Context: an optimization exercise on an open-source flow, tuned for small area, a short achievable clock period and few clock cycles per item. The choices shown serve that exercise and are no tape-out recipe.
In this exercise RTL edits were held to simulation tests only and were not proved equivalent to the original.

File: design/flow/config.mk
export PLATFORM = sky130hd
export DESIGN_NAME = ldg_chain
export DESIGN_NICKNAME = ldg_chain
export VERILOG_FILES = /design/flow/design.v
export SDC_FILE = /design/flow/constraint.sdc
export NUM_CORES = 4
export LEC_CHECK = 0
export CAP_MARGIN = 20
export CORE_MARGIN = 2
export CORE_UTILIZATION = 55
export CTS_BUF_LIST = sky130_fd_sc_hd__clkbuf_16
export CTS_CLUSTER_DIAMETER = 80
export CTS_CLUSTER_SIZE = 20
export PLACE_DENSITY = 0.65
export SLEW_MARGIN = 20
export SETUP_SLACK_MARGIN = 5.6
File: design/flow/constraint.sdc
create_clock -name core_clock -period 10.0 [get_ports {clk}]
set_input_delay 2.0000 -clock core_clock [delete_from_list [all_inputs] [get_ports {clk}]]
set_output_delay 2.0000 -clock core_clock [all_outputs]
set_load 0.01 [all_outputs]
File: design/flow/design.v
module ldg_chain (
    input  wire         clk,
    input  wire         rst,         
    input  wire         in_valid,
    output wire         in_ready,
    input  wire [1:0]   in_op,       
    input  wire [143:0] in_data,     
    output wire         out_valid,
    input  wire         out_ready,
    output wire [255:0] out_entry    
);
    localparam [1:0] OP_APPEND  = 2'd0;
    localparam [1:0] OP_WORN    = 2'd1;
    localparam [1:0] OP_GENESIS = 2'd2;
    localparam [31:0] IV0 = 32'h6a09e667, IV1 = 32'hbb67ae85, IV2 = 32'h3c6ef372,
                      IV3 = 32'ha54ff53a, IV4 = 32'h510e527f, IV5 = 32'h9b05688c,
                      IV6 = 32'h1f83d9ab, IV7 = 32'h5be0cd19;
    function [31:0] rotr(input [31:0] x, input integer n);
        rotr = (x >> n) | (x << (32 - n));
    endfunction
    function [31:0] add_bk(input [31:0] x, input [31:0] y);
        reg [31:0] gg, pp;
        integer k, s;
        begin
            gg = x & y;
            pp = x ^ y;
            for (s = 1; s < 32; s = s * 2)
                for (k = 2*s - 1; k < 32; k = k + 2*s) begin
                    gg[k] = gg[k] | (pp[k] & gg[k-s]);
                    pp[k] = pp[k] & pp[k-s];
                end
            for (s = 8; s >= 1; s = s / 2)
                for (k = 3*s - 1; k < 32; k = k + 2*s) begin
                    gg[k] = gg[k] | (pp[k] & gg[k-s]);
                    pp[k] = pp[k] & pp[k-s];
                end
            add_bk = (x ^ y) ^ {gg[30:0], 1'b0};
        end
    endfunction
    function [63:0] csa(input [31:0] x, input [31:0] y, input [31:0] z);
        csa = {x ^ y ^ z, ((x & y) | (x & z) | (y & z)) << 1};
    endfunction
    reg         busy;        
    reg         gmode;       
    reg         wmode;       
    reg         rmode;       
    reg         pq;          
    reg  [2:0]  qph;         
    reg         pz;          
    reg         rstd;        
    reg         acc;         
    reg         ovalid;      
    reg  [5:0]  rc;          
    reg  [11:0] seq;         
    reg  [31:0] a, b, c, d, e, f, g;
    reg  [31:0] hkw;         
    reg  [31:0] kreg;        
    reg  [31:0] p [0:7];     
    reg  [31:0] q [8:15];    
    wire amode = ~gmode & ~wmode & ~rmode;
    wire fin   = busy & (gmode ? (rc == 6'd23) : wmode ? (rc == 6'd17) :
                         rmode ? (rc == 6'd9) : (rc == 6'd0));
    wire last  = fin & ~rst;
    wire ofree = ~ovalid | out_ready;
    wire free  = ~rst & ~busy & ~acc;
    wire idle  = free & in_valid & ofree;
    wire start_app  = idle & (in_op == OP_APPEND) & ~rstd & ~pq;
    wire start_gen  = idle & (in_op == OP_GENESIS);
    wire start_worn = idle & (in_op == OP_WORN) & ~pq;
    wire start_rest = free & pq & ofree & (qph == 3'd7) &
                      ~(in_valid & (in_op != OP_APPEND));
    wire start = start_app | start_gen | start_worn | start_rest;
    wire run   = ~rst & (busy | start);
    wire take_acc = acc & in_valid;
    wire rot   = run & amode & (rc >= 6'd1) & (rc <= 6'd8);     
    wire shift = run & (gmode ? (rc >= 6'd16) : amode ? (rc >= 6'd15) : busy);
    wire fill  = busy & wmode & (rc >= 6'd10);
    assign in_ready  = (fin & ~rmode) | acc;
    assign out_valid = ovalid;
    assign out_entry = {4'd0, seq, p[0][15:0], p[1], p[2], p[3], p[4], p[5], p[6], p[7]};
    wire [31:0] S1  = rotr(e, 6) ^ rotr(e, 11) ^ rotr(e, 25);
    wire [31:0] S0  = rotr(a, 2) ^ rotr(a, 13) ^ rotr(a, 22);
    wire [31:0] ch  = (e & f) ^ (~e & g);
    wire [31:0] mj  = (a & b) ^ (a & c) ^ (b & c);
    wire [63:0] t1c = csa(hkw, ch, S1);
    wire [63:0] ec  = csa(t1c[63:32], t1c[31:0], d);
    wire [31:0] e_n = ec[63:32] + ec[31:0];
    wire [63:0] ac1 = csa(t1c[63:32], t1c[31:0], mj);
    wire [63:0] ac2 = csa(ac1[63:32], ac1[31:0], S0);
    wire [31:0] a_n = ac2[63:32] + ac2[31:0];
    wire [5:0]  rk = rc + 6'd1;
    wire [31:0] kz;
    wire kn39, kn40, kn41, kn42, kn43, kn44, kn45, kn46, kn47, kn48;
    wire kn49, kn50, kn51, kn52, kn53, kn54, kn55, kn56, kn57, kn58;
    wire kn59, kn60, kn61, kn62, kn63, kn64, kn65, kn66, kn67, kn68;
    wire kn69, kn70, kn71, kn72, kn74, kn75, kn76, kn77, kn78, kn79;
    wire kn80, kn81, kn82, kn83, kn84, kn85, kn86, kn87, kn88, kn89;
    wire kn90, kn91, kn92, kn93, kn94, kn95, kn96, kn97, kn98, kn99;
    wire kn100, kn101, kn102, kn103, kn104, kn105, kn106, kn107, kn108, kn109;
    wire kn110, kn111, kn112, kn113, kn114, kn116, kn117, kn118, kn119, kn120;
    wire kn121, kn122, kn123, kn124, kn125, kn126, kn127, kn128, kn129, kn130;
    wire kn131, kn132, kn133, kn134, kn135, kn136, kn137, kn138, kn140, kn141;
    wire kn142, kn143, kn144, kn145, kn146, kn147, kn148, kn149, kn150, kn151;
    wire kn152, kn153, kn154, kn155, kn156, kn157, kn158, kn159, kn160, kn161;
    wire kn162, kn163, kn164, kn165, kn166, kn167, kn168, kn169, kn170, kn171;
    wire kn173, kn174, kn175, kn176, kn177, kn178, kn179, kn180, kn181, kn182;
    wire kn183, kn184, kn185, kn186, kn187, kn188, kn189, kn190, kn191, kn192;
    wire kn193, kn194, kn196, kn197, kn198, kn199, kn200, kn201, kn202, kn203;
    wire kn204, kn205, kn206, kn207, kn208, kn209, kn210, kn211, kn212, kn214;
    wire kn215, kn216, kn217, kn218, kn219, kn220, kn221, kn222, kn223, kn224;
    wire kn225, kn226, kn227, kn228, kn229, kn230, kn231, kn232, kn233, kn234;
    wire kn235, kn236, kn237, kn238, kn239, kn241, kn242, kn243, kn244, kn245;
    wire kn246, kn247, kn248, kn249, kn250, kn251, kn252, kn253, kn254, kn255;
    wire kn256, kn257, kn259, kn260, kn261, kn262, kn263, kn264, kn265, kn266;
    wire kn267, kn268, kn269, kn270, kn271, kn272, kn273, kn274, kn275, kn276;
    wire kn277, kn278, kn279, kn280, kn281, kn282, kn283, kn284, kn286, kn287;
    wire kn288, kn289, kn290, kn291, kn292, kn293, kn294, kn295, kn296, kn297;
    wire kn298, kn299, kn300, kn301, kn302, kn303, kn304, kn305, kn306, kn308;
    wire kn309, kn310, kn311, kn312, kn313, kn314, kn315, kn316, kn317, kn318;
    wire kn319, kn320, kn321, kn322, kn323, kn324, kn325, kn326, kn327, kn328;
    wire kn329, kn330, kn331, kn333, kn334, kn335, kn336, kn337, kn338, kn339;
    wire kn340, kn341, kn342, kn343, kn344, kn345, kn346, kn347, kn348, kn349;
    wire kn350, kn351, kn353, kn354, kn355, kn356, kn357, kn358, kn359, kn360;
    wire kn361, kn362, kn363, kn364, kn365, kn366, kn367, kn368, kn369, kn371;
    wire kn372, kn373, kn374, kn375, kn376, kn377, kn378, kn379, kn380, kn381;
    wire kn382, kn383, kn384, kn385, kn386, kn387, kn389, kn390, kn391, kn392;
    wire kn393, kn394, kn395, kn396, kn397, kn398, kn399, kn400, kn401, kn402;
    wire kn403, kn404, kn406, kn407, kn408, kn409, kn410, kn411, kn412, kn413;
    wire kn414, kn415, kn416, kn417, kn418, kn419, kn420, kn421, kn422, kn424;
    wire kn425, kn426, kn427, kn428, kn429, kn430, kn431, kn432, kn433, kn434;
    wire kn436, kn437, kn438, kn439, kn440, kn441, kn442, kn443, kn444, kn445;
    wire kn447, kn448, kn449, kn450, kn451, kn452, kn453, kn454, kn455, kn456;
    wire kn457, kn458, kn459, kn460, kn461, kn462, kn463, kn464, kn465, kn467;
    wire kn468, kn469, kn470, kn471, kn472, kn473, kn474, kn475, kn476, kn477;
    wire kn478, kn479, kn480, kn481, kn482, kn483, kn485, kn486, kn487, kn488;
    wire kn489, kn490, kn491, kn492, kn493, kn494, kn495, kn496, kn497, kn498;
    wire kn499, kn501, kn502, kn503, kn504, kn505, kn506, kn507, kn508, kn509;
    wire kn510, kn511, kn512, kn513, kn515, kn516, kn517, kn518, kn519, kn520;
    wire kn521, kn522, kn523, kn524, kn525, kn526, kn527, kn528, kn529, kn530;
    wire kn532, kn533, kn534, kn535, kn536, kn537, kn538, kn539, kn540, kn541;
    wire kn542, kn543, kn545, kn546, kn547, kn548, kn549, kn550, kn551, kn552;
    wire kn553, kn554, kn555, kn556, kn557, kn558, kn560, kn561, kn562, kn563;
    wire kn564, kn565, kn566, kn567, kn569, kn570, kn571, kn572, kn573, kn574;
    wire kn575, kn576, kn577, kn578, kn579, kn580, kn581, kn583, kn584, kn585;
    wire kn586, kn587, kn588, kn589, kn590, kn591, kn592, kn593, kn594, kn596;
    wire kn597, kn598, kn599, kn600, kn601, kn602, kn603, kn604, kn605, kn606;
    wire kn607, kn608, kn610, kn611, kn612, kn613, kn614, kn615, kn616, kn617;
    wire kn618, kn619, kn621, kn622, kn623, kn624, kn625, kn626, kn627, kn628;
    wire kn629, kn630, kn631, kn633, kn634, kn635, kn636, kn637, kn638, kn639;
    wire kn640, kn641, kn642;
    assign kn39 = rk[4] & ~rk[2];
    assign kn40 = ~rk[5] & rk[1];
    assign kn41 = ~rk[3] & kn40;
    assign kn42 = ~rk[5] & ~rk[2];
    assign kn43 = ~kn41 & kn42;
    assign kn44 = ~rk[5] & ~rk[1];
    assign kn45 = ~rk[2] & ~rk[0];
    assign kn46 = kn44 & kn45;
    assign kn47 = kn43 & ~kn46;
    assign kn48 = ~rk[3] & ~rk[1];
    assign kn49 = rk[4] & rk[1];
    assign kn50 = ~rk[5] & kn49;
    assign kn51 = ~kn48 & ~kn50;
    assign kn52 = ~kn47 & kn51;
    assign kn53 = ~kn39 & ~kn52;
    assign kn54 = rk[5] & kn39;
    assign kn55 = ~rk[1] & kn54;
    assign kn56 = rk[4] & ~rk[3];
    assign kn57 = rk[1] & kn56;
    assign kn58 = ~rk[4] & ~rk[2];
    assign kn59 = rk[5] & ~rk[3];
    assign kn60 = kn58 & kn59;
    assign kn61 = ~kn57 & ~kn60;
    assign kn62 = ~kn55 & kn61;
    assign kn63 = rk[5] & rk[0];
    assign kn64 = rk[1] & kn63;
    assign kn65 = rk[3] & rk[2];
    assign kn66 = kn64 & kn65;
    assign kn67 = rk[2] & ~rk[0];
    assign kn68 = ~rk[4] & ~rk[1];
    assign kn69 = kn67 & kn68;
    assign kn70 = ~rk[5] & kn69;
    assign kn71 = ~kn66 & ~kn70;
    assign kn72 = kn62 & kn71;
    assign kz[31] = ~kn53 & kn72;
    assign kn74 = ~kn39 & ~kn45;
    assign kn75 = ~rk[2] & rk[1];
    assign kn76 = kn74 & kn75;
    assign kn77 = rk[2] & rk[1];
    assign kn78 = kn56 & kn77;
    assign kn79 = ~rk[4] & rk[2];
    assign kn80 = rk[5] & ~rk[1];
    assign kn81 = kn79 & kn80;
    assign kn82 = ~kn78 & ~kn81;
    assign kn83 = ~kn76 & kn82;
    assign kn84 = rk[3] & ~rk[0];
    assign kn85 = ~kn39 & kn44;
    assign kn86 = kn84 & kn85;
    assign kn87 = ~rk[0] & ~kn39;
    assign kn88 = ~rk[3] & kn44;
    assign kn89 = ~kn87 & kn88;
    assign kn90 = rk[5] & rk[2];
    assign kn91 = ~kn84 & kn90;
    assign kn92 = rk[5] & rk[1];
    assign kn93 = ~rk[4] & kn92;
    assign kn94 = ~kn91 & kn93;
    assign kn95 = ~kn89 & ~kn94;
    assign kn96 = ~kn86 & kn95;
    assign kn97 = kn83 & kn96;
    assign kn98 = rk[5] & rk[3];
    assign kn99 = kn39 & ~kn98;
    assign kn100 = rk[2] & rk[0];
    assign kn101 = ~rk[5] & rk[4];
    assign kn102 = ~rk[1] & kn101;
    assign kn103 = kn100 & kn102;
    assign kn104 = ~kn55 & ~kn103;
    assign kn105 = ~kn99 & ~kn104;
    assign kn106 = rk[3] & rk[0];
    assign kn107 = kn79 & kn106;
    assign kn108 = ~rk[1] & rk[0];
    assign kn109 = kn56 & kn108;
    assign kn110 = ~kn107 & ~kn109;
    assign kn111 = rk[2] & ~kn68;
    assign kn112 = ~kn110 & kn111;
    assign kn113 = ~kn92 & kn112;
    assign kn114 = ~kn105 & ~kn113;
    assign kz[30] = ~kn97 | ~kn114;
    assign kn116 = ~rk[0] & kn101;
    assign kn117 = ~kn80 & kn99;
    assign kn118 = ~kn116 & kn117;
    assign kn119 = ~rk[2] & kn89;
    assign kn120 = rk[4] & ~kn48;
    assign kn121 = ~kn75 & kn120;
    assign kn122 = kn63 & kn121;
    assign kn123 = ~kn119 & ~kn122;
    assign kn124 = ~kn118 & kn123;
    assign kn125 = rk[4] & ~rk[0];
    assign kn126 = ~rk[3] & kn125;
    assign kn127 = ~kn106 & ~kn126;
    assign kn128 = ~kn67 & kn127;
    assign kn129 = kn40 & kn128;
    assign kn130 = kn48 & kn67;
    assign kn131 = ~kn70 & ~kn130;
    assign kn132 = ~kn56 & ~kn65;
    assign kn133 = kn80 & kn132;
    assign kn134 = rk[3] & kn92;
    assign kn135 = kn67 & kn134;
    assign kn136 = ~kn133 & ~kn135;
    assign kn137 = kn131 & kn136;
    assign kn138 = ~kn129 & kn137;
    assign kz[29] = ~kn124 | ~kn138;
    assign kn140 = rk[5] & kn68;
    assign kn141 = ~rk[3] & ~rk[0];
    assign kn142 = kn44 & kn141;
    assign kn143 = ~kn140 & ~kn142;
    assign kn144 = ~rk[2] & ~kn143;
    assign kn145 = ~rk[5] & ~rk[4];
    assign kn146 = rk[2] & kn145;
    assign kn147 = kn106 & kn146;
    assign kn148 = ~kn45 & ~kn100;
    assign kn149 = kn102 & kn148;
    assign kn150 = ~kn147 & ~kn149;
    assign kn151 = ~kn144 & kn150;
    assign kn152 = rk[4] & rk[2];
    assign kn153 = ~kn40 & ~kn152;
    assign kn154 = rk[2] & kn40;
    assign kn155 = ~rk[3] & rk[0];
    assign kn156 = ~kn154 & kn155;
    assign kn157 = ~kn153 & kn156;
    assign kn158 = kn63 & kn152;
    assign kn159 = kn100 & kn145;
    assign kn160 = ~kn158 & ~kn159;
    assign kn161 = ~kn44 & ~kn92;
    assign kn162 = ~kn160 & kn161;
    assign kn163 = ~kn157 & ~kn162;
    assign kn164 = kn151 & kn163;
    assign kn165 = ~rk[4] & kn84;
    assign kn166 = ~kn98 & ~kn165;
    assign kn167 = ~kn126 & kn166;
    assign kn168 = kn87 & ~kn145;
    assign kn169 = kn167 & kn168;
    assign kn170 = kn75 & ~kn167;
    assign kn171 = ~kn169 & ~kn170;
    assign kz[28] = kn164 & kn171;
    assign kn173 = kn45 & kn92;
    assign kn174 = ~rk[4] & kn173;
    assign kn175 = ~rk[1] & ~kn42;
    assign kn176 = ~kn140 & kn175;
    assign kn177 = ~kn174 & ~kn176;
    assign kn178 = ~rk[3] & ~kn177;
    assign kn179 = ~rk[4] & kn155;
    assign kn180 = ~kn126 & ~kn179;
    assign kn181 = kn79 & kn84;
    assign kn182 = kn180 & ~kn181;
    assign kn183 = kn40 & ~kn182;
    assign kn184 = rk[3] & kn44;
    assign kn185 = ~kn106 & ~kn184;
    assign kn186 = ~kn74 & ~kn185;
    assign kn187 = ~rk[2] & ~rk[1];
    assign kn188 = rk[0] & ~kn145;
    assign kn189 = kn187 & kn188;
    assign kn190 = kn49 & kn90;
    assign kn191 = ~kn106 & kn190;
    assign kn192 = ~kn189 & ~kn191;
    assign kn193 = ~kn186 & kn192;
    assign kn194 = ~kn183 & kn193;
    assign kz[27] = kn178 | ~kn194;
    assign kn196 = ~rk[0] & kn80;
    assign kn197 = ~kn132 & kn196;
    assign kn198 = kn106 & kn187;
    assign kn199 = kn42 & kn84;
    assign kn200 = rk[4] & kn199;
    assign kn201 = ~kn198 & ~kn200;
    assign kn202 = ~kn197 & kn201;
    assign kn203 = rk[2] & kn155;
    assign kn204 = rk[4] & ~kn203;
    assign kn205 = kn44 & ~kn204;
    assign kn206 = kn58 & kn84;
    assign kn207 = ~kn145 & ~kn206;
    assign kn208 = ~kn42 & ~kn207;
    assign kn209 = ~kn91 & ~kn179;
    assign kn210 = rk[1] & ~kn209;
    assign kn211 = ~kn208 & ~kn210;
    assign kn212 = ~kn205 & kn211;
    assign kz[26] = kn202 & kn212;
    assign kn214 = ~rk[4] & kn67;
    assign kn215 = ~kn203 & ~kn214;
    assign kn216 = kn40 & ~kn215;
    assign kn217 = rk[5] & ~kn141;
    assign kn218 = ~kn108 & kn217;
    assign kn219 = rk[0] & kn184;
    assign kn220 = ~kn218 & ~kn219;
    assign kn221 = kn58 & ~kn220;
    assign kn222 = ~kn216 & ~kn221;
    assign kn223 = kn40 & kn186;
    assign kn224 = ~rk[0] & kn152;
    assign kn225 = kn92 & kn224;
    assign kn226 = rk[2] & kn84;
    assign kn227 = ~rk[5] & kn226;
    assign kn228 = ~kn109 & ~kn227;
    assign kn229 = ~kn225 & kn228;
    assign kn230 = ~rk[0] & ~kn58;
    assign kn231 = ~kn79 & kn106;
    assign kn232 = kn80 & ~kn231;
    assign kn233 = ~kn230 & kn232;
    assign kn234 = ~kn39 & ~kn100;
    assign kn235 = rk[1] & ~kn234;
    assign kn236 = ~kn180 & kn235;
    assign kn237 = ~kn233 & ~kn236;
    assign kn238 = kn229 & kn237;
    assign kn239 = ~kn223 & kn238;
    assign kz[25] = ~kn222 | ~kn239;
    assign kn241 = rk[0] & kn43;
    assign kn242 = ~rk[3] & kn92;
    assign kn243 = kn67 & kn242;
    assign kn244 = ~kn198 & ~kn243;
    assign kn245 = kn241 & kn244;
    assign kn246 = ~kn76 & ~kn130;
    assign kn247 = ~rk[5] & ~kn75;
    assign kn248 = kn141 & ~kn247;
    assign kn249 = ~rk[5] & kn179;
    assign kn250 = ~kn248 & ~kn249;
    assign kn251 = kn246 & kn250;
    assign kn252 = rk[3] & kn103;
    assign kn253 = ~rk[4] & ~kn108;
    assign kn254 = kn161 & kn253;
    assign kn255 = kn65 & kn254;
    assign kn256 = ~kn252 & ~kn255;
    assign kn257 = kn251 & kn256;
    assign kz[24] = kn245 | ~kn257;
    assign kn259 = kn65 & kn101;
    assign kn260 = ~rk[2] & kn106;
    assign kn261 = ~kn203 & ~kn260;
    assign kn262 = ~kn259 & kn261;
    assign kn263 = kn44 & ~kn262;
    assign kn264 = rk[3] & ~kn92;
    assign kn265 = rk[2] & kn264;
    assign kn266 = ~kn263 & ~kn265;
    assign kn267 = ~rk[4] & ~kn266;
    assign kn268 = ~kn64 & ~kn98;
    assign kn269 = ~kn88 & kn268;
    assign kn270 = kn39 & ~kn269;
    assign kn271 = ~kn80 & ~kn224;
    assign kn272 = ~kn45 & kn80;
    assign kn273 = ~kn271 & ~kn272;
    assign kn274 = ~kn243 & ~kn273;
    assign kn275 = ~kn270 & kn274;
    assign kn276 = kn41 & ~kn79;
    assign kn277 = ~kn118 & kn276;
    assign kn278 = rk[5] & kn109;
    assign kn279 = kn80 & kn84;
    assign kn280 = ~kn184 & ~kn279;
    assign kn281 = ~kn278 & kn280;
    assign kn282 = rk[2] & ~kn281;
    assign kn283 = ~kn277 & ~kn282;
    assign kn284 = kn275 & kn283;
    assign kz[23] = kn267 | ~kn284;
    assign kn286 = rk[0] & kn40;
    assign kn287 = ~rk[4] & kn286;
    assign kn288 = ~kn60 & ~kn287;
    assign kn289 = kn41 & kn67;
    assign kn290 = kn68 & kn84;
    assign kn291 = ~kn289 & ~kn290;
    assign kn292 = ~rk[2] & kn155;
    assign kn293 = kn68 & kn98;
    assign kn294 = ~kn196 & ~kn293;
    assign kn295 = ~kn292 & kn294;
    assign kn296 = kn291 & kn295;
    assign kn297 = kn288 & kn296;
    assign kn298 = kn90 & kn165;
    assign kn299 = ~kn252 & ~kn298;
    assign kn300 = kn152 & kn242;
    assign kn301 = kn77 & kn106;
    assign kn302 = ~rk[5] & kn301;
    assign kn303 = ~kn187 & ~kn199;
    assign kn304 = ~kn302 & kn303;
    assign kn305 = ~kn300 & kn304;
    assign kn306 = kn299 & kn305;
    assign kz[22] = kn297 & kn306;
    assign kn308 = kn84 & kn154;
    assign kn309 = ~rk[4] & kn130;
    assign kn310 = ~kn308 & ~kn309;
    assign kn311 = rk[3] & ~kn54;
    assign kn312 = ~kn49 & kn59;
    assign kn313 = kn45 & ~kn312;
    assign kn314 = ~kn311 & kn313;
    assign kn315 = ~rk[2] & kn44;
    assign kn316 = ~kn90 & ~kn315;
    assign kn317 = rk[4] & rk[3];
    assign kn318 = ~rk[0] & ~kn317;
    assign kn319 = ~kn316 & kn318;
    assign kn320 = ~kn314 & ~kn319;
    assign kn321 = kn310 & kn320;
    assign kn322 = kn80 & kn292;
    assign kn323 = ~kn106 & ~kn322;
    assign kn324 = kn68 & ~kn323;
    assign kn325 = rk[3] & kn286;
    assign kn326 = ~kn50 & ~kn325;
    assign kn327 = ~rk[2] & ~kn326;
    assign kn328 = ~kn74 & kn134;
    assign kn329 = ~kn162 & ~kn328;
    assign kn330 = ~kn327 & kn329;
    assign kn331 = ~kn324 & kn330;
    assign kz[21] = kn321 & kn331;
    assign kn333 = ~kn260 & ~kn279;
    assign kn334 = ~kn39 & ~kn333;
    assign kn335 = ~kn81 & ~kn334;
    assign kn336 = ~kn98 & ~kn335;
    assign kn337 = ~kn44 & ~kn152;
    assign kn338 = kn125 & kn337;
    assign kn339 = ~rk[4] & kn46;
    assign kn340 = ~kn338 & ~kn339;
    assign kn341 = kn44 & kn224;
    assign kn342 = kn75 & kn141;
    assign kn343 = ~kn259 & ~kn342;
    assign kn344 = ~kn341 & kn343;
    assign kn345 = kn340 & kn344;
    assign kn346 = ~kn41 & ~kn98;
    assign kn347 = kn39 & ~kn346;
    assign kn348 = kn92 & ~kn179;
    assign kn349 = ~kn204 & kn348;
    assign kn350 = ~kn347 & ~kn349;
    assign kn351 = kn345 & kn350;
    assign kz[20] = ~kn336 & kn351;
    assign kn353 = ~rk[1] & ~kn45;
    assign kn354 = ~kn45 & ~kn126;
    assign kn355 = kn40 & ~kn354;
    assign kn356 = ~kn75 & kn312;
    assign kn357 = ~kn355 & ~kn356;
    assign kn358 = ~kn353 & ~kn357;
    assign kn359 = ~kn81 & ~kn108;
    assign kn360 = ~kn84 & ~kn317;
    assign kn361 = ~kn359 & ~kn360;
    assign kn362 = ~rk[2] & ~kn106;
    assign kn363 = kn145 & kn362;
    assign kn364 = kn39 & kn63;
    assign kn365 = kn48 & kn145;
    assign kn366 = ~kn364 & ~kn365;
    assign kn367 = ~kn363 & kn366;
    assign kn368 = ~kn361 & kn367;
    assign kn369 = ~kn263 & kn368;
    assign kz[19] = ~kn358 & kn369;
    assign kn371 = ~kn214 & ~kn292;
    assign kn372 = ~rk[5] & ~kn371;
    assign kn373 = ~kn181 & ~kn272;
    assign kn374 = kn359 & ~kn373;
    assign kn375 = kn104 & ~kn374;
    assign kn376 = ~kn372 & kn375;
    assign kn377 = ~kn106 & ~kn217;
    assign kn378 = ~kn288 & kn377;
    assign kn379 = kn44 & kn100;
    assign kn380 = ~kn76 & ~kn379;
    assign kn381 = rk[3] & ~kn380;
    assign kn382 = kn92 & kn260;
    assign kn383 = kn84 & kn187;
    assign kn384 = ~kn300 & ~kn383;
    assign kn385 = ~kn382 & kn384;
    assign kn386 = ~kn381 & kn385;
    assign kn387 = ~kn378 & kn386;
    assign kz[18] = ~kn376 | ~kn387;
    assign kn389 = kn125 & ~kn187;
    assign kn390 = ~kn161 & kn389;
    assign kn391 = kn48 & kn152;
    assign kn392 = ~rk[5] & kn203;
    assign kn393 = ~kn391 & ~kn392;
    assign kn394 = ~kn390 & kn393;
    assign kn395 = ~kn198 & ~kn286;
    assign kn396 = rk[4] & ~kn395;
    assign kn397 = kn63 & kn265;
    assign kn398 = ~kn396 & ~kn397;
    assign kn399 = kn394 & kn398;
    assign kn400 = ~kn75 & ~kn339;
    assign kn401 = kn360 & ~kn400;
    assign kn402 = ~kn44 & ~kn98;
    assign kn403 = ~kn167 & kn402;
    assign kn404 = ~kn401 & ~kn403;
    assign kz[17] = kn399 & kn404;
    assign kn406 = kn140 & ~kn155;
    assign kn407 = kn326 & ~kn406;
    assign kn408 = ~kn148 & ~kn407;
    assign kn409 = rk[5] & kn198;
    assign kn410 = kn187 & ~kn377;
    assign kn411 = ~kn409 & kn410;
    assign kn412 = kn41 & kn214;
    assign kn413 = ~kn292 & ~kn317;
    assign kn414 = ~kn145 & ~kn190;
    assign kn415 = ~kn413 & ~kn414;
    assign kn416 = ~kn412 & ~kn415;
    assign kn417 = kn44 & ~kn180;
    assign kn418 = ~kn158 & ~kn230;
    assign kn419 = ~kn360 & kn418;
    assign kn420 = ~kn417 & ~kn419;
    assign kn421 = kn416 & kn420;
    assign kn422 = ~kn411 & kn421;
    assign kz[16] = kn408 | ~kn422;
    assign kn424 = ~kn196 & ~kn219;
    assign kn425 = ~kn234 & ~kn424;
    assign kn426 = ~kn243 & ~kn276;
    assign kn427 = kn49 & kn292;
    assign kn428 = kn141 & kn146;
    assign kn429 = ~kn427 & ~kn428;
    assign kn430 = kn426 & kn429;
    assign kn431 = ~kn206 & ~kn279;
    assign kn432 = ~kn225 & kn431;
    assign kn433 = ~kn112 & kn432;
    assign kn434 = kn430 & kn433;
    assign kz[15] = kn425 | ~kn434;
    assign kn436 = ~kn122 & ~kn241;
    assign kn437 = kn51 & kn248;
    assign kn438 = ~kn334 & ~kn437;
    assign kn439 = kn436 & kn438;
    assign kn440 = ~kn99 & ~kn214;
    assign kn441 = ~rk[1] & ~kn440;
    assign kn442 = ~kn287 & ~kn441;
    assign kn443 = ~kn173 & ~kn308;
    assign kn444 = rk[4] & ~kn443;
    assign kn445 = kn442 & ~kn444;
    assign kz[14] = ~kn439 | ~kn445;
    assign kn447 = ~kn84 & ~kn155;
    assign kn448 = kn49 & ~kn100;
    assign kn449 = ~kn447 & kn448;
    assign kn450 = kn40 & kn224;
    assign kn451 = ~kn148 & kn242;
    assign kn452 = ~kn450 & ~kn451;
    assign kn453 = ~kn449 & kn452;
    assign kn454 = ~kn342 & ~kn383;
    assign kn455 = ~rk[4] & ~kn454;
    assign kn456 = kn88 & kn125;
    assign kn457 = ~kn325 & ~kn456;
    assign kn458 = ~kn455 & kn457;
    assign kn459 = ~kn98 & ~kn140;
    assign kn460 = kn67 & ~kn459;
    assign kn461 = ~kn80 & ~kn107;
    assign kn462 = ~kn81 & ~kn196;
    assign kn463 = ~kn461 & kn462;
    assign kn464 = ~kn460 & ~kn463;
    assign kn465 = kn458 & kn464;
    assign kz[13] = ~kn453 | ~kn465;
    assign kn467 = kn42 & kn447;
    assign kn468 = rk[1] & kn467;
    assign kn469 = kn106 & ~kn414;
    assign kn470 = ~kn159 & ~kn287;
    assign kn471 = ~kn469 & kn470;
    assign kn472 = ~kn468 & kn471;
    assign kn473 = kn39 & kn184;
    assign kn474 = rk[5] & kn49;
    assign kn475 = ~kn473 & ~kn474;
    assign kn476 = kn362 & ~kn475;
    assign kn477 = kn152 & kn279;
    assign kn478 = ~kn161 & kn181;
    assign kn479 = kn81 & kn141;
    assign kn480 = ~kn478 & ~kn479;
    assign kn481 = ~kn477 & kn480;
    assign kn482 = ~kn381 & kn481;
    assign kn483 = ~kn476 & kn482;
    assign kz[12] = ~kn472 | ~kn483;
    assign kn485 = ~kn179 & ~kn317;
    assign kn486 = ~rk[1] & ~kn485;
    assign kn487 = kn101 & kn155;
    assign kn488 = rk[5] & ~kn127;
    assign kn489 = ~kn487 & ~kn488;
    assign kn490 = ~kn486 & kn489;
    assign kn491 = ~rk[2] & ~kn490;
    assign kn492 = ~kn84 & ~kn214;
    assign kn493 = kn40 & ~kn492;
    assign kn494 = ~kn107 & ~kn365;
    assign kn495 = ~kn379 & kn494;
    assign kn496 = rk[1] & kn226;
    assign kn497 = ~kn479 & ~kn496;
    assign kn498 = kn495 & kn497;
    assign kn499 = ~kn493 & kn498;
    assign kz[11] = ~kn491 & kn499;
    assign kn501 = kn75 & kn346;
    assign kn502 = ~kn64 & ~kn130;
    assign kn503 = kn152 & ~kn502;
    assign kn504 = ~kn397 & ~kn503;
    assign kn505 = ~kn501 & kn504;
    assign kn506 = rk[0] & kn293;
    assign kn507 = kn99 & kn108;
    assign kn508 = rk[0] & ~kn79;
    assign kn509 = kn88 & kn508;
    assign kn510 = ~kn507 & ~kn509;
    assign kn511 = ~kn506 & kn510;
    assign kn512 = ~kn236 & ~kn374;
    assign kn513 = kn511 & kn512;
    assign kz[10] = ~kn505 | ~kn513;
    assign kn515 = ~kn126 & ~kn152;
    assign kn516 = ~kn206 & kn515;
    assign kn517 = kn92 & ~kn516;
    assign kn518 = ~kn49 & ~kn68;
    assign kn519 = kn186 & ~kn518;
    assign kn520 = ~kn198 & kn310;
    assign kn521 = ~kn519 & kn520;
    assign kn522 = ~kn517 & kn521;
    assign kn523 = kn230 & kn264;
    assign kn524 = kn442 & kn523;
    assign kn525 = kn487 & kn507;
    assign kn526 = kn100 & kn232;
    assign kn527 = ~rk[3] & kn254;
    assign kn528 = ~kn526 & ~kn527;
    assign kn529 = ~kn525 & kn528;
    assign kn530 = ~kn524 & kn529;
    assign kz[9] = ~kn522 | ~kn530;
    assign kn532 = kn39 & ~kn220;
    assign kn533 = kn45 & kn68;
    assign kn534 = ~kn293 & ~kn391;
    assign kn535 = ~kn533 & kn534;
    assign kn536 = ~kn100 & kn365;
    assign kn537 = ~kn278 & ~kn536;
    assign kn538 = kn535 & kn537;
    assign kn539 = rk[0] & ~kn49;
    assign kn540 = ~kn126 & ~kn539;
    assign kn541 = kn90 & ~kn540;
    assign kn542 = ~kn216 & ~kn541;
    assign kn543 = kn538 & kn542;
    assign kz[8] = ~kn532 & kn543;
    assign kn545 = kn64 & kn317;
    assign kn546 = ~kn278 & ~kn545;
    assign kn547 = ~kn60 & ~kn154;
    assign kn548 = ~kn413 & ~kn547;
    assign kn549 = ~kn54 & ~kn85;
    assign kn550 = kn141 & ~kn549;
    assign kn551 = ~kn548 & ~kn550;
    assign kn552 = kn546 & kn551;
    assign kn553 = ~kn69 & ~kn301;
    assign kn554 = ~kn328 & kn553;
    assign kn555 = ~kn473 & ~kn506;
    assign kn556 = kn554 & kn555;
    assign kn557 = kn244 & ~kn252;
    assign kn558 = kn556 & kn557;
    assign kz[7] = kn552 & kn558;
    assign kn560 = kn69 & ~kn98;
    assign kn561 = ~kn174 & ~kn409;
    assign kn562 = ~kn560 & kn561;
    assign kn563 = ~kn116 & ~kn301;
    assign kn564 = ~kn342 & kn563;
    assign kn565 = ~kn121 & kn160;
    assign kn566 = kn564 & kn565;
    assign kn567 = kn326 & kn566;
    assign kz[6] = ~kn562 | ~kn567;
    assign kn569 = kn44 & kn362;
    assign kn570 = kn546 & ~kn569;
    assign kn571 = ~rk[2] & kn141;
    assign kn572 = ~kn92 & ~kn571;
    assign kn573 = ~kn348 & ~kn572;
    assign kn574 = ~kn141 & ~kn198;
    assign kn575 = ~kn518 & ~kn574;
    assign kn576 = ~kn573 & ~kn575;
    assign kn577 = kn570 & kn576;
    assign kn578 = ~kn39 & kn261;
    assign kn579 = kn40 & ~kn578;
    assign kn580 = kn299 & ~kn444;
    assign kn581 = ~kn579 & kn580;
    assign kz[5] = kn577 & kn581;
    assign kn583 = ~kn42 & ~kn79;
    assign kn584 = kn128 & kn583;
    assign kn585 = ~kn206 & ~kn584;
    assign kn586 = rk[1] & ~kn585;
    assign kn587 = ~kn66 & ~kn450;
    assign kn588 = ~kn159 & ~kn197;
    assign kn589 = kn84 & ~kn337;
    assign kn590 = ~kn67 & ~kn155;
    assign kn591 = kn68 & ~kn590;
    assign kn592 = ~kn589 & ~kn591;
    assign kn593 = kn588 & kn592;
    assign kn594 = kn587 & kn593;
    assign kz[4] = kn586 | ~kn594;
    assign kn596 = ~rk[4] & ~kn222;
    assign kn597 = kn79 & kn98;
    assign kn598 = ~kn196 & ~kn597;
    assign kn599 = ~kn569 & kn598;
    assign kn600 = ~kn165 & ~kn279;
    assign kn601 = ~kn599 & kn600;
    assign kn602 = ~kn101 & kn447;
    assign kn603 = ~kn572 & ~kn602;
    assign kn604 = ~kn227 & ~kn259;
    assign kn605 = ~kn249 & ~kn325;
    assign kn606 = kn604 & kn605;
    assign kn607 = ~kn603 & kn606;
    assign kn608 = ~kn601 & kn607;
    assign kz[3] = ~kn596 & kn608;
    assign kn610 = ~kn64 & ~kn116;
    assign kn611 = rk[3] & ~kn610;
    assign kn612 = rk[4] & kn203;
    assign kn613 = ~kn46 & ~kn365;
    assign kn614 = ~kn612 & kn613;
    assign kn615 = ~kn611 & kn614;
    assign kn616 = kn58 & ~kn377;
    assign kn617 = ~kn152 & kn447;
    assign kn618 = kn272 & ~kn617;
    assign kn619 = ~kn616 & ~kn618;
    assign kz[2] = kn615 & kn619;
    assign kn621 = ~kn249 & ~kn597;
    assign kn622 = kn291 & kn621;
    assign kn623 = ~kn173 & ~kn322;
    assign kn624 = kn587 & kn623;
    assign kn625 = kn622 & kn624;
    assign kn626 = ~kn196 & ~kn235;
    assign kn627 = ~rk[4] & ~kn626;
    assign kn628 = rk[1] & kn39;
    assign kn629 = ~kn467 & ~kn628;
    assign kn630 = ~kn468 & ~kn629;
    assign kn631 = ~kn627 & ~kn630;
    assign kz[1] = kn625 & kn631;
    assign kn633 = kn59 & kn214;
    assign kn634 = ~kn289 & ~kn477;
    assign kn635 = ~kn633 & kn634;
    assign kn636 = ~kn199 & ~kn487;
    assign kn637 = kn110 & kn636;
    assign kn638 = kn340 & kn637;
    assign kn639 = ~kn184 & ~kn628;
    assign kn640 = ~kn166 & ~kn639;
    assign kn641 = kn623 & ~kn640;
    assign kn642 = kn638 & kn641;
    assign kz[0] = kn635 & kn642;
    wire [31:0] p0m = p[0] & {32{~pz}};
    wire [31:0] p1m = p[1] & {32{~pz}};
    wire [31:0] wn  = (rc <= 6'd7) ? p1m : q[15];
    wire [63:0] hc  = csa(g, kreg, wn);
    wire [31:0] hkw_n = hc[63:32] + hc[31:0];
    wire [31:0] ws0 = rotr(p[1], 7) ^ rotr(p[1], 18) ^ (p[1] >> 3);
    wire [31:0] ws1 = rotr(q[14], 17) ^ rotr(q[14], 19) ^ (q[14] >> 10);
    wire [63:0] wc1 = csa(ws1, q[9], ws0);
    wire [63:0] wc2 = csa(wc1[63:32], wc1[31:0], p[0]);
    wire [31:0] wnext = wc2[63:32] + wc2[31:0];
    reg [31:0] dword;
    always @(*) begin
        case (rc[2:0])
            3'd7:    dword = {4'd0, seq, in_data[143:128]};
            3'd0:    dword = in_data[127:96];
            3'd1:    dword = rc[5] ? {4'd0, seq, in_data[143:128]} : in_data[95:64];
            3'd2:    dword = rc[5] ? in_data[127:96] : in_data[63:32];
            3'd3:    dword = rc[5] ? in_data[95:64]  : in_data[31:0];
            3'd4:    dword = in_data[63:32];
            default: dword = in_data[31:0];
        endcase
    end
    wire dtail  = (rc >= 6'd7) & (rc <= 6'd11);
    wire lateld = amode & (rc >= 6'd57) & (rc <= 6'd61);
    wire tp0 = busy & wmode & (rc <= 6'd9);                       
    wire tq8 = (busy & ((wmode & (rc >= 6'd10)) | rmode)) | (~busy & pq);   
    wire tk  = (rc >= 6'd7) & (rc <= 6'd14);
    reg [31:0] tother;
    always @(*) begin
        if (tp0)
            tother = p[0];
        else if (tq8)
            tother = q[8];
        else case (rc)
            6'd12: tother = {~gmode, 31'd0};
            6'd13: tother = 32'd0;
            6'd14: tother = {23'd0, ~gmode, ~gmode, 1'b0, ~gmode, 5'd0};    
            default: tother = dtail ? dword : 32'd0;
        endcase
    end
    wire [31:0] tail = (~tp0 & ~tq8 & ~tk & ~gmode) ? wnext : tother;
    wire last_app = last & amode;
    wire pmove = rot | shift | last_app;
    wire [31:0] p7_in = rot ? p0m : lateld ? dword : fill ? 32'hffffffff : q[8];
    wire [31:0] p0_nxt = busy ? p[1] : p0m;
    integer i;
    always @(posedge clk) begin
        if (pmove) begin
            for (i = 0; i < 4; i = i + 1)
                p[i] <= p[i+1];
            p[4] <= p[5];
            p[5] <= last_app ? a_n : p[6];
            p[6] <= last_app ? add_bk(IV1, a) : p[7];
            p[7] <= last_app ? add_bk(IV2, b) : p7_in;
        end
        for (i = 8; i < 15; i = i + 1)
            q[i] <= q[i+1];
        q[15] <= tail;
        kreg <= (run & ~last) ? kz : 32'h71374491;    
        rstd <= rst;
        if (run & ~last) begin
            a   <= a_n;
            b   <= a;
            c   <= b;
            d   <= c;
            e   <= e_n;
            f   <= e;
            g   <= f;
            hkw <= hkw_n;
        end else begin
            a   <= IV0;
            b   <= IV1;
            c   <= IV2;
            d   <= IV3;
            e   <= IV4;
            f   <= IV5;
            g   <= IV6;
            hkw <= add_bk(IV7 + 32'h428a2f98, p0_nxt);
        end
        qph <= (last & wmode) ? 3'd1 : qph + 3'd1;
        if (rst) begin
            busy   <= 1'b0;
            gmode  <= 1'b0;
            wmode  <= 1'b0;
            rmode  <= 1'b0;
            pq     <= 1'b0;
            pz     <= 1'b1;
            acc    <= 1'b0;
            ovalid <= 1'b0;
            rc     <= 6'd1;
            seq    <= 12'd0;
        end else begin
            rc   <= start_gen ? 6'd8 : (run & ~last) ? rc + 6'd1 : 6'd1;
            busy <= start | (busy & ~last);
            if (start) begin
                gmode <= start_gen;
                wmode <= start_worn;
                rmode <= start_rest;
            end else if (last) begin
                gmode <= 1'b0;
                wmode <= 1'b0;
                rmode <= 1'b0;
            end
            if (last & (amode | gmode))
                pz <= 1'b0;
            if (last & wmode)
                pq <= 1'b1;
            else if (last & (rmode | gmode))
                pq <= 1'b0;
            acc  <= idle & ((in_op == 2'd3) | ((in_op == OP_WORN) & pq));
            if (last & (amode | wmode))
                ovalid <= 1'b1;
            else if (take_acc & (in_op == OP_WORN))
                ovalid <= 1'b1;
            else if (out_ready)
                ovalid <= 1'b0;
            if (last & gmode)
                seq <= 12'd0;
            else if (ovalid & out_ready)
                seq <= seq + 12'd1;
        end
    end
endmodule
File: design/flow/flow/run.sh
#!/bin/bash
# Own layout flow: the standard flow (standard.sh: unchanged synthesis and
# steps, the design's clock and constraints), with two changes to how the
# layout is made:
#  - the port buffers that global placement inserts on every input and output
#    are the smallest plain buffer (buf_1) instead of the one buffer_ports
#    picks by itself (clkdlybuf4s50_1, 2.7 times the area);
#  - the timing repair aims for more setup slack than config.mk may ask for
#    (SETUP_SLACK_MARGIN), so that it sizes the round logic for a shorter
#    period. The clock period and the SDC are not changed.
# make's full output goes to flow_make.log in the work folder; each ORFS step
# also writes its own log under orfs/logs/.
set -euo pipefail
export BUFFER_PORTS_ARGS="-buffer_cell sky130_fd_sc_hd__buf_1"
margin=$(cat flow/margin.txt)
if grep -q '^export SETUP_SLACK_MARGIN' config.mk; then
  sed -i "s/^export SETUP_SLACK_MARGIN.*/export SETUP_SLACK_MARGIN = $margin/" config.mk
else
  echo "export SETUP_SLACK_MARGIN = $margin" >> config.mk
fi
cp config.mk config_used.mk
bash standard.sh finish > flow_make.log 2>&1
test -f out/final.def
File: design/flow/flow/margin.txt
5.6
File: design/flow/standard.sh
#!/bin/bash
# synth_recipe.tcl (not shown) runs the flow's synth.tcl, then flattens the netlist and writes it again
# the make line also repeats each setting of config.mk as NAME=value (left out here)
make -C /OpenROAD-flow-scripts/flow DESIGN_CONFIG=/design/flow/config.mk WORK_HOME=/design/flow/orfs CLKGATE_MAP_FILE= SYNTH_SCRIPT=/design/flow/synth_recipe.tcl "${@:-finish}"
==> results of run 1 <==
==> cells in the final DEF, fill, tap and decap left out, types with 38 or more instances in the layout <==
cell type  instances
dfxtp_1          530
nand2_1          407
buf_1            402
inv_1            320
nor2_1           267
xnor2_1          259
edfxtp_1         256
a21oi_1          253
fa_1             207
o21ai_0          192
buf_4            160
ha_1             151
xor2_1           107
nand2b_1          98
and2_1            94
a22oi_1           77
nand3_1           63
clkbuf_16         53
nor3b_1           43
nor3_1            42
a211oi_1          38
==> per-stage QoR <==
| stage | hold WS, ns |
|---|---|
| after floorplan | 0.310 |
| after global placement | 0.310 |
| after detailed placement | 0.312 |
| after CTS | 0.321 |
| after global routing | 0.318 |
| final | 0.319 |
==> routing by layer <==
layer	vias up	track usage (%)	part of all wire, %
met1	17958	51.8	36
li1	16052	-	-
met5	-	0	0.017
met3	655	11.2	11
met2	2307	67.3	44
met4	6	29.9	8.8
==> path summary, 6_finish.rpt <==
kind	endpoint	slack [ns]	cells after the start
min	q[10][3]$_DFF_P_	0.32	0
min reg2reg	q[10][3]$_DFF_P_	0.32	0
max reg2reg	p[5][16]$_DFFE_PP_	5.34	18
max	p[5][16]$_DFFE_PP_	5.34	18
==> worst reg2reg max path, cell delays in order (launching register included) <==
cell and delay (ns):
dfxtp_4 0.39, xor2_2 0.19, xnor2_2 0.19, fa_1 0.56, inv_2 0.05, fa_1 0.52, fa_1 0.46, ha_4 0.20
buf_6 0.12, a211oi_4 0.27, o21ai_2 0.10, buf_4 0.14, and2_4 0.14, o21ai_4 0.13, o21a_1 0.21, nor3_2 0.06
or3_4 0.41, xnor2_4 0.19, o21ai_1 0.07
==> cell type report <==
class                      instances  area share [%]
timing repair inverter             1          0.0170
sequential                       830            37.4
clock buffer                      53            2.57
clock inverter                    42           0.640
antenna                            5          0.0242
multi-input combinational       3055            48.4
inverter                         317            2.34
timing repair buffer             589            6.08
tap                             1060            2.57
==> kinds of logic after synthesis <==
| family | Yosys count | share of synthesized area [%] |
|---|---|---|
| flip-flops | 830 | 43.0 |
| multiplexers | 39 | 0.881 |
| AND/OR/NAND/NOR | 1157 | 12.4 |
| other | 1 | 0.00841 |
| adder cells (fa/ha/maj) | 438 | 15.8 |
| XOR/XNOR | 420 | 8.30 |
| buffers and inverters | 605 | 5.38 |
| AO/OA/AOI/OAI | 992 | 14.3 |
==> registers in the layout, summed over array words and instances (netlist names), 12 cells and up <==
register,flops
p,256
q,256
a,32
b,32
c,32
d,32
e,32
f,32
g,32
hkw,32
kreg,32
seq,12
==> repair_timing <==
| item | CTS | global route |
|---|---|---|
| pin swaps | 81 | 99 |
| resized for setup | 253 | 205 |
| setup buffers | 69 | 54 |
| setup endpoints to repair | 447 | 397 |
| cloned | 8 | 1 |
==> impl_metrics.json, run 1 <==
{
  "status": "timing/DRC/antenna clean",
  "grt_overflow": 0,
  "grt_antenna_before_repair": 8,
  "place_area_sq_um": 46800,
  "worstSetupStartpoint": "e[12]$_SDFF_PN1_",
  "io-pin-count": 408,
  "yosysWarnings": 3,
  "grtUsageTotal_pct": 42.9,
  "die_h_um": 289,
  "drv_slew": 0,
  "drive_gt1_share_pct": 12.8,
  "cts_root_buffer": "clkbuf_16",
  "hold_start": "q[11][3]$_DFF_P_",
  "synth_seq_cells": 830,
  "cts_made_buffers": 53,
  "grt_pass1_vias": 34818,
  "pre_cts_slack_ns": 4.14,
  "cp.arrival_ns": 5.06,
  "h-tree-depth": 2,
  "viasPerCell": 6.21,
  "yosys.area.top_type": "dfxtp_1",
  "final_antenna_net_count": 0,
  "drc": 0,
  "synth_most_common_cell": "dfxtp_1",
  "cts.reportedPaths.clkPinSlew_ns": 0.09,
  "rsz0062_at_grt": "true",
  "grt_pass1_wl_um": 252000,
  "cp_cell_sequence": "xor2_2 > xnor2_2 > fa_1 > inv_2 > fa_1 > fa_1 > ha_4 > buf_6 > a211oi_4 > o21ai_2 > buf_4 > and2_4 > o21ai_4 > o21a_1 > nor3_2 > or3_4 > xnor2_4 > o21ai_1",
  "hold_buffers": 0,
  "fin_ws_ns": 5.34,
  "synth.top_cell.area_share_pct": 25.8,
  "dp_hpwl_um": 138000,
  "hold_violations": 0,
  "fmax_ghz": 0.215,
  "cts_tree": "yes",
  "synth_edf_count": 256,
  "clock_latency_ns": 0.68,
  "first_iter_violations": 4172,
  "clockBufferDepth": 3,
  "cp-start-kind": "flip-flop",
  "critPathBufInv": 3,
  "synthTopCellsByCount": "574 x dfxtp_1, 411 x nand2_1, 315 x inv_1, 295 x xnor2_1, 281 x a21oi_1",
  "reg2reg_from": "e[12]$_SDFF_PN1_",
  "instances_no_fill": 5952,
  "dr.pass1.iters": 9,
  "async_flop_share_pct": 0,
  "finalCriticalPeriod_ns": 4.66,
  "fin_area_sq_um": 51600,
  "port_buffers": 403,
  "tns_ns": 0,
  "place.gp.congestion": 1.09,
  "critical_path_class": "reg2reg",
  "fp.dieW_um": 289,
  "cpPeakStageDelay_ns": 0.56,
  "initial_core_util_pct": 55.4,
  "crit_required_ns": 10.41,
  "fp.dieArea_sq_um": 83300,
  "multi_input_area_sq_um": 25000,
  "timing.max_cap.violations": 0,
  "placedCellCount": 5720,
  "core_sq_um": 80400,
  "setup_viol": 0,
  "fin_crit_sh_pct": 46.6,
  "regArea_sq_um": 19300,
  "slew_headroom_pct": 19.2,
  "cp_top_family": "adder cells",
  "wl_per_cell_um": 30.8,
  "area_growth_pct": 15.8,
  "worst_pin_slew_ns": 1.20,
  "min-delay-path-class": "reg2reg",
  "drt-total-wl_um": 184000,
  "synth_area_leaders": "dfxtp_1 26%, edfxtp_1 17%, fa_1 9.7%",
  "rows": 104,
  "nFillCells": 6712,
  "grt_max_degree": 92,
  "worst_setup_path_end_kind": "flip-flop",
  "num_vias": 36978,
  "ys_seq_area_share_pct": 43.0,
  "ys.flop_type": "dfxtp_1",
  "cpMostUsedCell": "fa_1",
  "final_util_pct": 64.2,
  "finalNetCount": 5404,
  "syn_area_sq_um": 44600,
  "avgSynthCellArea_sq_um": 9.94,
  "synthDistinctLibCells": 89,
  "netlist_instances": 4482,
  "clock_skew_ns": 0.0337,
  "critPathMaxFanout": 4,
  "cts_sinks": 830,
  "cp_slowest_cell": "fa_1"
}
Testbench counts, summed over its fixed seeds: cycles 24,720, items 384.
==> run 2, diff against run 1 <==
==> design/flow/flow/margin.txt (replaced) <==
5.5
--- a/design/flow/config.mk
+++ b/design/flow/config.mk
@@ -15,2 +15,2 @@
 export SLEW_MARGIN = 20
-export SETUP_SLACK_MARGIN = 5.6
+export SETUP_SLACK_MARGIN = 5.5
==> impl_metrics.json, run 2 <==
{
  "grt_overflow": 0,
  "finalCriticalPeriod_ns": 4.73,
  "cp-start-kind": "flip-flop",
  "io-pin-count": 408,
  "fin_crit_sh_pct": 47.3,
  "hold_violations": 0,
  "clockBufferDepth": 3,
  "drv_slew": 0,
  "grt_max_degree": 194,
  "yosysWarnings": 3,
  "die_h_um": 289,
  "dp_hpwl_um": 136000,
  "area_growth_pct": 15.2,
  "avgSynthCellArea_sq_um": 9.94,
  "instances_no_fill": 5911,
  "tns_ns": 0,
  "drt-total-wl_um": 178000,
  "cts.reportedPaths.clkPinSlew_ns": 0.09,
  "grt_util_met2_pct": 64.3,
  "rsz0062_at_grt": "true",
  "grt_pass1_vias": 34156,
  "r2r_cells": 12,
  "grtUsageMet1_pct": 52.5,
  "dr.pass1.iters": 7,
  "status": "timing/DRC/antenna clean",
  "reg_top3": "p x256, q x256",
  "yosys.area.top_type": "dfxtp_1",
  "grt.met3_usage_pct": 7.46,
  "synth_area_leaders": "dfxtp_1 26%, edfxtp_1 17%, fa_1 9.7%",
  "initial_core_util_pct": 55.4,
  "min-delay-path-class": "reg2reg",
  "wl_per_cell_um": 30.2,
  "clock_skew_ns": 0.0318,
  "drive_gt1_share_pct": 11.6,
  "finalNetCount": 5368,
  "placedCellCount": 5720,
  "num_vias": 36406,
  "fp.dieArea_sq_um": 83300,
  "grt_busiest_layer": "met2",
  "fmax_ghz": 0.211,
  "rows": 104,
  "cts_tree": "yes",
  "syn_area_sq_um": 44600,
  "grtUsageTotal_pct": 41.7,
  "synth_most_common_cell": "dfxtp_1",
  "worst_pin_slew_ns": 1.21,
  "timing.max_cap.violations": 0,
  "grt_antenna_before_repair": 7,
  "synthDistinctLibCells": 89,
  "critical_path_class": "reg2reg",
  "drc": 0,
  "cts_made_buffers": 54,
  "core_sq_um": 80400,
  "async_flop_share_pct": 0,
  "first_iter_violations": 4198,
  "clock_latency_ns": 0.67,
  "cts_sinks": 830,
  "setup_viol": 0,
  "cts_root_buffer": "clkbuf_16",
  "place.gp.congestion": 1.03,
  "synth_edf_count": 256,
  "viasPerCell": 6.16,
  "layout_commonest_cell": "dfxtp_1",
  "critPathMaxFanout": 6,
  "port_buffers": 403,
  "worst_setup_path_end_kind": "flip-flop",
  "synth_seq_cells": 830,
  "synth.top_cell.area_share_pct": 25.8,
  "synthTopCellsByCount": "574 x dfxtp_1, 411 x nand2_1, 315 x inv_1, 295 x xnor2_1, 281 x a21oi_1",
  "ys.flop_type": "dfxtp_1",
  "h-tree-depth": 2,
  "slew_headroom_pct": 19.0,
  "ys_seq_area_share_pct": 43.0,
  "fp.dieW_um": 289,
  "grt_pass1_wl_um": 246000,
  "final_cell_mix": "529 x dfxtp_1, 406 x nand2_1, 402 x buf_1",
  "netlist_instances": 4482,
  "hold_buffers": 0,
  "final_antenna_net_count": 0,
  "cp.arrival_ns": 5.07,
  "holdPathStages": 0,
  "crit_required_ns": 10.34
}
==> run 2: cell counts after synthesis <==
No cell type changed its count.
==> run 2: logic make-up (layout without fill, tap and decap cells) <==
group,count (synthesis),after routing,synth area share (%)
compound gates,992,992,14.3
flops,830,830,43.0
fa+ha+maj,438,438,15.8
mux,39,39,0.881
simple gates,1157,1158,12.4
xor+xnor,420,420,8.30
other cells,1,7,0.00841
buf+inv,605,967,5.38
==> run 2: per-layer routing <==
metal  up-vias  wire (um)
li1      15937          -
met1     17744      66800
met2      2136      78500
met3       585      16300
met4         4      16800
met5         -         23
==> run 2: final timing paths <==
kind	slack, ns	start	endpoint
worst max-delay path	5.27	b[1]$_SDFF_PN0_	p[7][30]$_DFFE_PP_
worst min register to register	0.33	q[13][31]$_DFF_P_	q[12][31]$_DFF_P_
worst min-delay path	0.33	q[13][31]$_DFF_P_	q[12][31]$_DFF_P_
worst max register to register	5.27	b[1]$_SDFF_PN0_	p[7][30]$_DFFE_PP_
==> run 2: critical path, cell delays in order (launching register included) <==
cell and delay, ns:
dfxtp_1 0.41, a311oi_1 0.45, a21bo_2 0.23, a21oi_1 0.14, nor3_1 0.60, a21boi_1 0.24, o32ai_2 0.64, inv_1 0.14
o2111ai_2 0.34, nand2_1 0.12, ha_1 0.31, nor2_1 0.09, a31oi_1 0.70
==> run 2: layout make-up <==
type	count	area, sq um
inverter	317	1220
antenna	3	7.51
clock buffer	55	1380
fill	6690	29100
tap	1060	1330
clock inverter	38	285
timing repair buffer	557	3050
multi-input combinational	3051	24800
sequential	830	19300
==> run 2: per-stage QoR <==
step | hold WS, ns | setup slack (ns) | instance area (sq um) | utilization [%]
3_5_place_dp | 0.312 | 4.29 | 46800 | 58.2
2_1_floorplan | 0.310 | 4.46 | 44600 | -
3_3_place_gp | 0.310 | 4.34 | 46800 | 58.2
4_1_cts | 0.316 | 5.31 | 50200 | 62.4
6_report | 0.326 | 5.27 | 51400 | 63.9
5_1_grt | 0.331 | 5.13 | 51400 | 63.9
==> run 2: what timing repair did <==
| item | 4_1_cts | 5_1_grt |
|---|---|---|
| setup endpoints to repair | 250 | 438 |
| pin swaps | 63 | 68 |
| gates resized for setup | 278 | 156 |
| cloned | 3 | 3 |
| buffers inserted | 55 | 34 |
==> run 3, diff against run 2 <==
--- a/design/flow/design.v
+++ b/design/flow/design.v
@@ -802,2 +802,4 @@
     always @(posedge clk) begin
+        p[5] <= ({32{last_app}} & a_n) | ({32{pmove & ~last_app}} & p[6]) |
+                ({32{~pmove}} & p[5]);
         if (pmove) begin
@@ -806,3 +808,2 @@
             p[4] <= p[5];
-            p[5] <= last_app ? a_n : p[6];
             p[6] <= last_app ? add_bk(IV1, a) : p[7];
==> design/flow/flow/margin.txt (replaced) <==
5.45
--- a/design/flow/config.mk
+++ b/design/flow/config.mk
@@ -15,2 +15,2 @@
 export SLEW_MARGIN = 20
-export SETUP_SLACK_MARGIN = 5.5
+export SETUP_SLACK_MARGIN = 5.45
==> impl_metrics.json, run 3 <==
{
  "status": "timing/DRC/antenna clean",
  "place_area_sq_um": 46300,
  "ys_seq_area_share_pct": 42.8,
  "finalCriticalPeriod_ns": 5.05,
  "die_h_um": 287,
  "nFillCells": 6706,
  "clock_skew_ns": 0.0447,
  "synth_edf_count": 224,
  "hold_buffers": 0,
  "synthDistinctLibCells": 78,
  "port_buffers": 403,
  "yosys.area.top_type": "dfxtp_1",
  "drt-total-wl_um": 173000,
  "reg_top3": "p x256, q x256",
  "cp.arrival_ns": 5.57,
  "grtUsageTotal_pct": 41.1,
  "synthTopCellsByCount": "606 x dfxtp_1, 361 x nand2_1, 333 x a21oi_1, 294 x xnor2_1, 252 x inv_1",
  "clock_latency_ns": 0.66,
  "yosysWarnings": 3,
  "initial_core_util_pct": 55.6,
  "worst_pin_slew_ns": 1.20,
  "critPathMaxFanout": 3,
  "cp_cell_sequence": "xor2_4 > xnor2_2 > fa_1 > inv_2 > fa_2 > fa_1 > ha_2 > fa_2 > a211o_1 > a2111o_1 > nand3_2 > a21oi_4 > o21ba_4 > buf_4 > buf_6 > a211o_1 > a21oi_2 > xnor2_1 > nor2_1",
  "cts_made_buffers": 51,
  "fp.dieW_um": 287,
  "place.gp.congestion": 1.05,
  "cpPeakStageDelay_ns": 0.58,
  "synth.top_cell.area_share_pct": 27.6,
  "cts_root_buffer": "clkbuf_16",
  "synth_seq_cells": 830,
  "min-delay-path-class": "reg2reg",
  "area_growth_pct": 13.6,
  "grt_antenna_before_repair": 6,
  "final_antenna_net_count": 0,
  "fmax_ghz": 0.198,
  "cts.reportedPaths.clkPinSlew_ns": 0.08,
  "crit_required_ns": 10.52,
  "wl_per_cell_um": 29.8,
  "hold_violations": 0,
  "final_cell_mix": "575 x dfxtp_1, 402 x buf_1, 358 x nand2_1",
  "synth_most_common_cell": "dfxtp_1",
  "tns_ns": 0,
  "h-tree-depth": 2,
  "cp_slowest_cell": "fa_2",
  "synth_area_leaders": "dfxtp_1 28%, edfxtp_1 15%, fa_1 9.9%",
  "grt_pass1_wl_um": 242000,
  "final_util_pct": 63.2,
  "slew_headroom_pct": 20.2,
  "drive_gt1_share_pct": 9.55,
  "avgSynthCellArea_sq_um": 10.0,
  "dp_hpwl_um": 130000,
  "layout_commonest_cell": "dfxtp_1",
  "io-pin-count": 408,
  "reg2reg_slack_ns": 4.95,
  "async_flop_share_pct": 0,
  "grt_overflow": 0,
  "rsz0062_at_grt": "true",
  "finalNetCount": 5288,
  "clockBufferDepth": 3,
  "dr.pass1.iters": 7,
  "fp.dieArea_sq_um": 82300,
  "critical_path_class": "reg2reg",
  "fin_area_sq_um": 50000,
  "setup_viol": 0,
  "cp-start-kind": "flip-flop",
  "drv_slew": 0,
  "worst_setup_path_end_kind": "flip-flop",
  "syn_area_sq_um": 44000,
  "drc": 0,
  "netlist_instances": 4396,
  "rows": 103,
  "ys.flop_type": "dfxtp_1",
  "cts_sinks": 830,
  "grt_max_degree": 86,
  "grt_pass1_vias": 34052,
  "first_iter_violations": 4593,
  "timing.max_cap.violations": 0,
  "fin_hold_ws_ns": 0.325,
  "cts_tree": "yes",
  "fin_crit_sh_pct": 50.5,
  "viasPerCell": 6.21,
  "num_vias": 36152,
  "core_sq_um": 79100
}
-- run 3: worst max-delay path, delay by kind of cell (launching register included) --
kind / cells / cell delay, ns
flops: 1 / 0.38
buf+inv: 3 / 0.30
compound gates: 6 / 1.46
fa+ha+maj: 5 / 2.10
xor+xnor: 3 / 0.48
simple gates: 2 / 0.19
-- run 3: final cells by class --
| type | count | area (sq um) | share of cell area (%) |
|---|---|---|---|
| clock buffer | 51 | 1280 | 2.55 |
| timing repair buffer | 559 | 2950 | 5.91 |
| inverter | 255 | 975 | 1.95 |
| antenna | 3 | 7.51 | 0.0150 |
| multi-input combinational | 3034 | 24200 | 48.5 |
| sequential | 830 | 18900 | 37.9 |
| clock inverter | 36 | 292 | 0.583 |
| tap | 1050 | 1310 | 2.63 |
-- run 3: per-layer routing --
layer / routed length (um) / GRT usage, %
met1: 65800 / 53.8
met2: 77700 / 64.5
met3: 17600 / 7.79
met4: 12100 / 22.9
met5: 128 / 0
-- run 3: logic make-up (layout without fill, tap and decap cells) --
kind of cell / after synthesis / in the layout / synth area share [%]
AND/OR/NAND/NOR: 1097 / 1099 / 12.0
other: 1 / 7 / 0.00852
XOR/XNOR: 422 / 422 / 8.40
adder cells (fa/ha/maj): 438 / 438 / 16.0
multiplexers: 62 / 62 / 1.43
AO/OA/AOI/OAI: 1009 / 1009 / 14.5
flip-flops: 830 / 830 / 42.8
buffers and inverters: 537 / 901 / 4.76
-- run 3: timing repair --
| action | CTS | global route |
|---|---|---|
| pin swaps | 44 | 54 |
| gates cloned | 5 | 1 |
| setup buffers | 76 | 18 |
| resized for setup | 150 | 121 |
| endpoints found under the setup margin | 382 | 344 |
-- run 3: through the flow --
step,worst slack (ns),instances
floorplan,5.10,4399
CTS,5.03,5796
global route,4.83,5815
global placement,3.82,5628
finish,4.95,5818
detailed placement,3.80,5628
-- run 3: final timing paths --
check,from,end,cells after the start
worst max-delay path,e[12]$_SDFF_PN1_,a[31]$_SDFF_PN0_,19
worst min-delay path,q[13][4]$_DFF_P_,q[12][4]$_DFF_P_,0
worst max register to register,e[12]$_SDFF_PN1_,a[31]$_SDFF_PN0_,19
worst min register to register,q[13][4]$_DFF_P_,q[12][4]$_DFF_P_,0
Testbench counts of run 3, summed over its fixed seeds: cycles 24,720, items 384.

## re-timing with driven ports
Ports are ideal in the flow. The routed layouts listed here were re-timed in OpenROAD.
Step 1: set_driving_cell puts a clkbuf_16 on clk and a buf_2 on each other input, an assumption about the parent block.
Step 2 moves the port delays by t, midway between the first and last clock arrival at a register: inputs arrive t later, outputs are due t later. That takes back most of the time a late clock gives input paths.
Slacks: ideal ports / drivers / drivers and shift; pairs: ideal ports / drivers.
run | t, ns | slack for setup (ns) | worst hold slack (ns) | clock arrival spread, ns
run 1 | 0.730 | 5.344 / 5.344 / 4.950 | 0.319 / 0.319 / 0.319 | 0.035 / 0.035
run 2 | 0.724 | 5.268 / 5.268 / 4.761 | 0.326 / 0.326 / 0.326 | 0.032 / 0.032
run 3 | 0.710 | 4.951 / 4.951 / 4.891 | 0.325 / 0.325 / 0.325 | 0.048 / 0.049
After both steps every run listed still meets setup and hold. The setup slack of run 2, which loses most, moves by 0.000 ns with the drivers and by -0.507 ns with both steps.
